Context: an optimization exercise on an open-source flow, tuned for small area, a short achievable clock period and few clock cycles. The choices shown serve that exercise and are no tape-out recipe. In this exercise RTL edits were held to simulation tests only and were not proved equivalent to the original. Power figures rest on the tool's default switching activity, not on a simulated workload.

// cmd_rx_check
module cmd_rx_check (
    input  wire         clk,
    input  wire         rst,           
    input  wire         in_valid,
    output wire         in_ready,
    input  wire [63:0]  in_data,
    input  wire         in_last,
    input  wire [3:0]   in_nbytes,     
    output reg          out_valid,
    output wire [2:0]   out_kind,
    output wire [7:0]   out_status,
    output wire [127:0] out_hdr
);
For scale: about 1700 cells after synthesis, roughly 210 I/O pins.
export LEC_CHECK = 0
export CAP_MARGIN = 20
export CORE_MARGIN = 2
export CORE_UTILIZATION = 40
export CTS_CLUSTER_DIAMETER = 110
export CTS_CLUSTER_SIZE = 22
export PLACE_DENSITY = 0.6
export SLEW_MARGIN = 20
export SYNTH_HIERARCHICAL = 1
export SYNTH_MINIMUM_KEEP_SIZE = 0
create_clock -name core_clock -period 11.0 [get_ports {clk}]
standard.sh (not shown) runs the stock make flow with config.mk's settings and CLKGATE_MAP_FILE= SYNTH_SCRIPT=/design/flow/synth_recipe.tcl, a recipe that flattens the netlist after the stock synthesis.
==> flow/flow/run.sh <==
#!/bin/bash
set -euo pipefail
MARGIN=$(cat flow/margin.txt)
bash standard.sh synth > synth.log 2>&1
bash standard.sh SETUP_SLACK_MARGIN=$MARGIN \
    "BUFFER_PORTS_ARGS=-buffer_cell sky130_fd_sc_hd__buf_2" finish > layout.log 2>&1
==> flow/flow/margin.txt <==
7.6
The first run finished with timing, DRC and antenna clean.
Testbench counts at the start, summed over its fixed seeds: cycles 87,214.
==> next run, changes <==
==> flow/flow/run.sh (replaced) <==
#!/bin/bash
set -euo pipefail
MARGIN=$(cat flow/margin.txt)
bash standard.sh synth > synth.log 2>&1
bash standard.sh SETUP_SLACK_MARGIN=$MARGIN \
    "BUFFER_PORTS_ARGS=-buffer_cell sky130_fd_sc_hd__buf_1" finish > layout.log 2>&1
==> flow/flow/margin.txt (replaced) <==
7.5
--- a/flow/config.mk
+++ b/flow/config.mk
@@ -9,6 +9,6 @@
 export CORE_MARGIN = 2
 export CORE_UTILIZATION = 40
-export CTS_CLUSTER_DIAMETER = 110
-export CTS_CLUSTER_SIZE = 22
+export CTS_CLUSTER_DIAMETER = 120
+export CTS_CLUSTER_SIZE = 25
 export PLACE_DENSITY = 0.6
 export SLEW_MARGIN = 20
Result:
- wire length drops by 2.3%
- synthesized area stays the same
- cell area came out lower by 2.2%
- clock power is lower by 5.2%
- maximum frequency fell by 1.0%
- power is lower by 2.0%
- via count falls by 0.73%
- clock skew climbs by 0.0096 ns
==> next run, changes <==
==> flow/flow/run.sh (replaced) <==
#!/bin/bash
set -euo pipefail
MARGIN=$(cat flow/margin.txt)
bash standard.sh synth > synth.log 2>&1
bash standard.sh SETUP_SLACK_MARGIN=$MARGIN \
    "PRE_GLOBAL_PLACE_TCL=$PWD/flow/ports_out.tcl" \
    "BUFFER_PORTS_ARGS=-inputs -buffer_cell sky130_fd_sc_hd__buf_1" finish > layout.log 2>&1
==> flow/flow/ports_out.tcl (new file) <==
buffer_ports -outputs -buffer_cell sky130_fd_sc_hd__buf_2
Result: Via count shrinks by a few percent. Setup slack is better by 0.0078 ns. First-iteration DRC count grows by a few percent. Power shrinks slightly. Worst hold slack is worse by 0.023 ns. Final cell count shrinks by a few percent. Final area shrinks by a few percent. Die area stays the same. Critical path depth shrinks by 1.
==> next run, changes <==
==> flow/flow/run.sh (replaced) <==
#!/bin/bash
set -euo pipefail
MARGIN=$(cat flow/margin.txt)
bash standard.sh synth > synth.log 2>&1
bash standard.sh SETUP_SLACK_MARGIN=$MARGIN \
    "BUFFER_PORTS_ARGS=-buffer_cell sky130_fd_sc_hd__buf_2" finish > layout.log 2>&1
removed: flow/flow/ports_out.tcl
=> Design area goes up by 4.1%. Count of clock-buffer cells in the layout goes down by 1. Setup slack gets worse by 0.041 ns. Clock skew goes down by 0.028 ns. Flip-flop and latch count stays the same. Hold slack gets better by 0.025 ns. Power goes up by 1.6%. First-iteration DRC count goes up by 14%.

========
cmd_rx_check, a different RTL version from the one above (not shown whole).
Size in the first run: ~1700 cells after synthesis, ~18000 um2 of cells after synthesis.
==> flow/design.v (excerpt) <==
module cmd_rx_check (
    input  wire         clk,
    input  wire         rst,           
    input  wire         in_valid,
    output wire         in_ready,
    input  wire [63:0]  in_data,
    input  wire         in_last,
    input  wire [3:0]   in_nbytes,     
    output reg          out_valid,
    output wire [2:0]   out_kind,
    output wire [7:0]   out_status,
    output wire [127:0] out_hdr
);
    localparam [2:0] K_ACCEPT     = 3'd0;
    localparam [2:0] K_RETRANSMIT = 3'd1;
    localparam [2:0] K_REPLY      = 3'd2;
    localparam [2:0] K_EVENT      = 3'd3;
    localparam [2:0] K_DISCARD    = 3'd4;
    localparam [2:0] K_DROP       = 3'd5;
    assign in_ready = 1'b1;
    function [31:0] residue(input [2:0] nm1);    
        case (nm1)
            3'd0:    residue = 32'h552E4907;
            3'd1:    residue = 32'h1C220F94;
            3'd2:    residue = 32'h441A975C;
            3'd3:    residue = 32'h73D74D75;
            3'd4:    residue = 32'h44C19592;
            3'd5:    residue = 32'hA8D58375;
            3'd6:    residue = 32'hBA8D89CA;
            default: residue = 32'hB798B438;
        endcase
    endfunction
    reg         r_v;
    reg         r_last;
    reg [2:0]   r_nm1;         
    reg [63:0]  r_d;
    integer k;
    reg [63:0] in_mask;
    always @(*) begin
        for (k = 0; k < 8; k = k + 1)
            in_mask[8*k +: 8] = (!in_last || k < in_nbytes) ? 8'hFF : 8'h00;
  ...
==> flow/config.mk <==
export PLATFORM = sky130hd
export DESIGN_NAME = cmd_rx_check
export DESIGN_NICKNAME = cmd_rx_check
export VERILOG_FILES = /design/flow/design.v
export SDC_FILE = /design/flow/constraint.sdc
export NUM_CORES = 4
export LEC_CHECK = 0
export CAP_MARGIN = 20
export CORE_MARGIN = 2
export CORE_UTILIZATION = 40
export CTS_CLUSTER_DIAMETER = 120
export CTS_CLUSTER_SIZE = 25
export PLACE_DENSITY = 0.6
export SLEW_MARGIN = 20
export SYNTH_HIERARCHICAL = 1
export SYNTH_MINIMUM_KEEP_SIZE = 0
==> flow/constraint.sdc <==
create_clock -name core_clock -period 11.0 [get_ports {clk}]
set_input_delay 2.2000 -clock core_clock [delete_from_list [all_inputs] [get_ports {clk}]]
set_output_delay 2.2000 -clock core_clock [all_outputs]
set_load 0.01 [all_outputs]
==> flow/flow/run.sh <==
#!/bin/bash
set -euo pipefail
MARGIN=$(cat flow/margin.txt)
bash standard.sh synth > synth.log 2>&1
bash standard.sh SETUP_SLACK_MARGIN=$MARGIN \
    "BUFFER_PORTS_ARGS=-buffer_cell sky130_fd_sc_hd__buf_1" finish > layout.log 2>&1
==> flow/flow/margin.txt <==
7.6
Testbench counts at the start, summed over its fixed seeds: cycles 87,214.
Change:
--- a/flow/flow/run.sh
+++ b/flow/flow/run.sh
@@ -6 +6 @@
-    "BUFFER_PORTS_ARGS=-buffer_cell sky130_fd_sc_hd__buf_1" finish > layout.log 2>&1
+    "BUFFER_PORTS_ARGS=-buffer_cell sky130_fd_sc_hd__buf_2" finish > layout.log 2>&1
==> flow/flow/margin.txt (replaced) <==
7.5
After rerunning:
- The new run finished clean
- synthesized cell count stays the same
- fmax goes down by a few percent
- clock-buffer cell count goes down by 2
- power goes up slightly
- clock skew goes up by 0.0031 ns
- combinational power stays flat
- final cell count is about the same

==> static timing again, ports no longer ideal <==
How much do the figures lean on ideal ports? The routed layouts below were timed once more, with nothing changed but the port constraints. Step 1 sets driving cells, clkbuf_16 on the clock port and buf_2 on the other inputs (assumed; they add their load-dependent delay and slew). Step 2 moves the port delays by t, midway between the first and last clock arrival at a register: inputs arrive t later, outputs are due t later. That takes back most of the time a late clock gives input paths. a / b / c = ideal / step 1 / step 2; a / b = the first two.
| run | t, ns | setup WS [ns] | worst data-port slew with drivers (ns) |
|---|---|---|---|
| the first run of note 1 | 0.588 | 7.604 / 7.589 / 7.339 | 0.08 |
| the second run of note 1 | 0.590 | 7.569 / 7.512 / 7.232 | 0.08 |
| the third run of note 1 | 0.591 | 7.576 / 7.523 / 7.309 | 0.08 |
| the fourth run of note 1 | 0.597 | 7.535 / 7.480 / 7.316 | 0.07 |
| the first run of note 2 | 0.591 | 7.577 / 7.577 / 7.246 | 0.06 |
| the second run of note 2 | 0.601 | 7.500 / 7.496 / 7.242 | 0.05 |
After both steps every run listed still meets setup and hold. For the second run of note 1, which loses most, drivers alone change the setup slack by -0.057 ns; drivers and shift together by -0.337 ns.
